What follows belongs to an exercise in optimizing a design on an open flow for small area and a short achievable clock period; a production flow would make more cautious choices.
In this exercise RTL edits were held to simulation tests only and were not proved equivalent to the original.
Power figures rest on the tool's default switching activity, not on a simulated workload.

## ca_channel
module ca_channel (
    input  wire        clk,
    input  wire        rst,         
    input  wire        start,       
    input  wire        upd,         
    input  wire [5:0]  prn,         
    input  wire [5:0]  noise_prn,   
    input  wire [1:0]  dsel,        
    input  wire [7:0]  moff,        
    input  wire [31:0] fc,          
    input  wire [31:0] fk,          
    input  wire        s_valid,
    input  wire [7:0]  s_i,
    input  wire [7:0]  s_q,
    output reg         dump_valid,
    output wire [31:0] ve_i, ve_q,
    output wire [31:0] e_i,  e_q,
    output wire [31:0] p_i,  p_q,
    output wire [31:0] l_i,  l_q,
    output wire [31:0] vl_i, vl_q,
    output wire [31:0] n_i,  n_q,
    output wire [31:0] m_i,  m_q,
    output wire [63:0] carr_phase,
    output wire [31:0] code_frac
);
    localparam signed [31:0] FC_MIN = -32'sd225443840;    
    localparam signed [31:0] FC_MAX = -32'sd224395264;    
    localparam        [31:0] FK_MIN = 32'd26816795;       
    localparam        [31:0] FK_MAX = 32'd26817867;       
    function [31:0] clamp_fk(input [31:0] w);
        if (w < FK_MIN)      clamp_fk = FK_MIN;
        else if (w > FK_MAX) clamp_fk = FK_MAX;
        else                 clamp_fk = w;
    endfunction
    function [20:0] pack_fc(input [31:0] w);
        pack_fc = {$signed(w[31:20]) > $signed(12'hF29),
                   (w[31:20] == 12'hF29) ? w[19:0] : 20'd0};
    endfunction
    function [10:0] pack_fk(input [31:0] w);
        reg [31:0] c;
        begin
            c = clamp_fk(w);
            pack_fk = c[10:0];
        end
    endfunction
    function [4:0] win_init(input [5:0] p);
        case (p)
            6'd1: win_init = 5'b01100;
            6'd2: win_init = 5'b11100;
            6'd3: win_init = 5'b11100;
            6'd4: win_init = 5'b11101;
            6'd5: win_init = 5'b00101;
            6'd6: win_init = 5'b01110;
            6'd7: win_init = 5'b00100;
            6'd8: win_init = 5'b01101;
            6'd9: win_init = 5'b11110;
            6'd10: win_init = 5'b01100;
            6'd11: win_init = 5'b11100;
            6'd12: win_init = 5'b11100;
            6'd13: win_init = 5'b11100;
            6'd14: win_init = 5'b11100;
            6'd15: win_init = 5'b11101;
            6'd16: win_init = 5'b11111;
            6'd17: win_init = 5'b00100;
  ...
export LEC_CHECK = 0
export CAP_MARGIN = 20
export CORE_MARGIN = 2
export CORE_UTILIZATION = 78
export CTS_CLUSTER_DIAMETER = 64
export CTS_CLUSTER_SIZE = 28
export SLEW_MARGIN = 20
create_clock -name core_clock -period 10.0 [get_ports {clk}]
standard.sh (not shown) runs the stock make flow with config.mk's settings and CLKGATE_MAP_FILE= SYNTH_SCRIPT=/design/flow/synth_recipe.tcl, a recipe that flattens the netlist after the stock synthesis.
==> flow/flow/run.sh <==
#!/bin/bash
# The standard ORFS layout (standard.sh, standard synthesis), with:
#  - timing repair aimed at a 7.0 ns setup margin against the design's 10 ns clock
#    (SDC unchanged), so the layout closes well under the clock period;
#  - resizing not held to the same cell footprint;
#  - ports buffered with buf_1 instead of the default delay buffer.
# make's output goes to standard_make.log; ORFS keeps each step's log under orfs/logs.
set -euo pipefail
bash standard.sh SETUP_SLACK_MARGIN=7.0 MATCH_CELL_FOOTPRINT=0 \
  "BUFFER_PORTS_ARGS=-buffer_cell sky130_fd_sc_hd__buf_1" finish > standard_make.log 2>&1
The baseline finished clean.
==> next run, changes <==
==> flow/flow/run.sh (replaced) <==
#!/bin/bash
# The standard ORFS layout (standard.sh, standard synthesis), with:
#  - timing repair aimed at a 6.7 ns setup margin against the design's 10 ns clock
#    (SDC unchanged), so the layout closes well under the clock period;
#  - resizing not held to the same cell footprint;
#  - ports buffered with buf_1 instead of the default delay buffer.
# make's output goes to standard_make.log; ORFS keeps each step's log under orfs/logs.
set -euo pipefail
bash standard.sh SETUP_SLACK_MARGIN=6.7 MATCH_CELL_FOOTPRINT=0 \
  "BUFFER_PORTS_ARGS=-buffer_cell sky130_fd_sc_hd__buf_1" finish > standard_make.log 2>&1
- CORE_UTILIZATION: 78 -> 70
- CTS_CLUSTER_DIAMETER: 64 -> 60
- CTS_CLUSTER_SIZE: 28 -> 24
Cell area goes down by a few percent.
Count of clock-buffer cells in the layout goes up by 17.
Area after synthesis stays the same.
Clock skew barely changes.
Worst setup slack gets better by 0.032 ns.
Power goes up by a few percent.
Routed wire length goes down by about a fifth.
==> next run, changes <==
- CORE_UTILIZATION: 70 -> 78
- CTS_CLUSTER_DIAMETER: 60 -> 64
- CTS_CLUSTER_SIZE: 24 -> 28
First-iteration DRC count is lower by a little under a tenth.
Area after synthesis is unchanged.
Via count is higher by a few percent.
Cell area is lower slightly.
Clock-buffer cell count is lower by 12.
Sequential power is about the same.
Total power is lower by a few percent.
Worst hold slack hardly moves.
Worst setup slack gets worse by 0.053 ns.
Register-to-register slack gets worse by 0.06 ns.
==> next run, changes <==
- CORE_UTILIZATION: 78 -> 75
- CTS_CLUSTER_DIAMETER: 64 -> 60
- CTS_CLUSTER_SIZE: 28 -> 26
The new run produced a clean layout; routed wire length fell by 0.55%; die area increases by 3.9%; non-clock buffer count is lower by 12; sequential power stays flat; clock skew came out lower by 0.014 ns; clock-buffer cell count rises by 13; utilization is lower by 2.5 points; worst hold slack is better by 0.0051 ns; fmax climbs by 2.4%; via count falls by 0.54%.

---

ca_channel, a different RTL version from the one above (not shown whole).
For scale: roughly 1400 flip-flops, ~650 I/O pins.
clock: 10.0 ns
lec_check: 0
cap_margin: 20
core_margin: 2
core_utilization: 72
cts_cluster_diameter: 60
cts_cluster_size: 24
slew_margin: 20
==> flow/flow/run.sh <==
#!/bin/bash
# The standard ORFS layout (standard.sh, standard synthesis), with:
#  - timing repair aimed at a 6.55 ns setup margin against the design's 10 ns clock
#    (SDC unchanged), so the layout closes well under the clock period;
#  - resizing not held to the same cell footprint;
#  - ports buffered with buf_1 instead of the default delay buffer.
# make's output goes to standard_make.log; ORFS keeps each step's log under orfs/logs.
set -euo pipefail
bash standard.sh SETUP_SLACK_MARGIN=6.55 MATCH_CELL_FOOTPRINT=0 \
  "BUFFER_PORTS_ARGS=-buffer_cell sky130_fd_sc_hd__buf_1" finish > standard_make.log 2>&1
The starting point finished clean.
Next try:
--- a/flow/flow/run.sh
+++ b/flow/flow/run.sh
@@ -3 +3 @@
-#  - timing repair aimed at a 6.55 ns setup margin against the design's 10 ns clock
+#  - timing repair aimed at a 6.7 ns setup margin against the design's 10 ns clock
@@ -9 +9 @@
-bash standard.sh SETUP_SLACK_MARGIN=6.55 MATCH_CELL_FOOTPRINT=0 \
+bash standard.sh SETUP_SLACK_MARGIN=6.7 MATCH_CELL_FOOTPRINT=0 \
=>
- The changed run completed without violations
- clock-buffer cell count came out higher by 3
- clock skew stays flat
- non-clock buffer count goes up by 6
- setup slack is better by 0.012 ns
Next try:
CORE_UTILIZATION = 78   (was 72)
CTS_CLUSTER_DIAMETER = 64   (was 60)
CTS_CLUSTER_SIZE = 28   (was 24)
PLACE_DENSITY = 0.75   (was not set)
Fmax rises by about 1%.
Area after synthesis stays the same.
Total power came out lower by 3.0%.
Hold slack hardly moves.
Core utilization rose by 5.7 points.
Final cell count goes down by about 0.9%.
Setup slack improved by 0.036 ns.
Next try:
PLACE_DENSITY = not set   (was 0.75)
What happened:
- The new run completed with no timing, DRC or antenna violations
- routed wire length is unchanged
- area after synthesis stays the same
- first-iteration DRC count does not change
- sequential share of layout area does not change
- final cell count does not change
- worst hold slack is unchanged
- setup slack stays the same
- total power is unchanged
- maximum frequency is unchanged
- register-to-register slack barely changes
- global-route usage is unchanged

## what the ideal ports hide
In the flow no input, the clock included, has a driving cell. The finished layouts below were timed again as built, in two steps.
Step 1, drivers: a clkbuf_16 drives clk and a buf_2 each remaining input, both assumed.
Step 2 times the ports against the registers' clock, not the clock port: input delays grow and output delays shrink by t, the midpoint of the rising clock arrivals with the driver on.
Three values: ideal, step 1, step 2; two values: the first two.
run | t (ns) | slack for setup (ns) | latest minus earliest clock arrival (ns)
the first run of note 1 | 0.738 | 6.551 / 6.475 / 6.200 | 0.031 / 0.031
the second run of note 1 | 0.766 | 6.583 / 6.509 / 6.232 | 0.037 / 0.037
the third run of note 1 | 0.727 | 6.530 / 6.458 / 6.208 | 0.043 / 0.044
the fourth run of note 1 | 0.742 | 6.611 / 6.539 / 6.230 | 0.030 / 0.030
the first run of note 2 | 0.768 | 6.570 / 6.495 / 6.098 | 0.033 / 0.033
the second run of note 2 | 0.744 | 6.582 / 6.510 / 6.185 | 0.029 / 0.029
the third run of note 2 | 0.744 | 6.618 / 6.544 / 6.126 | 0.046 / 0.047
the fourth run of note 2 | 0.744 | 6.618 / 6.544 / 6.126 | 0.046 / 0.047
After both steps every run listed still meets setup and hold.
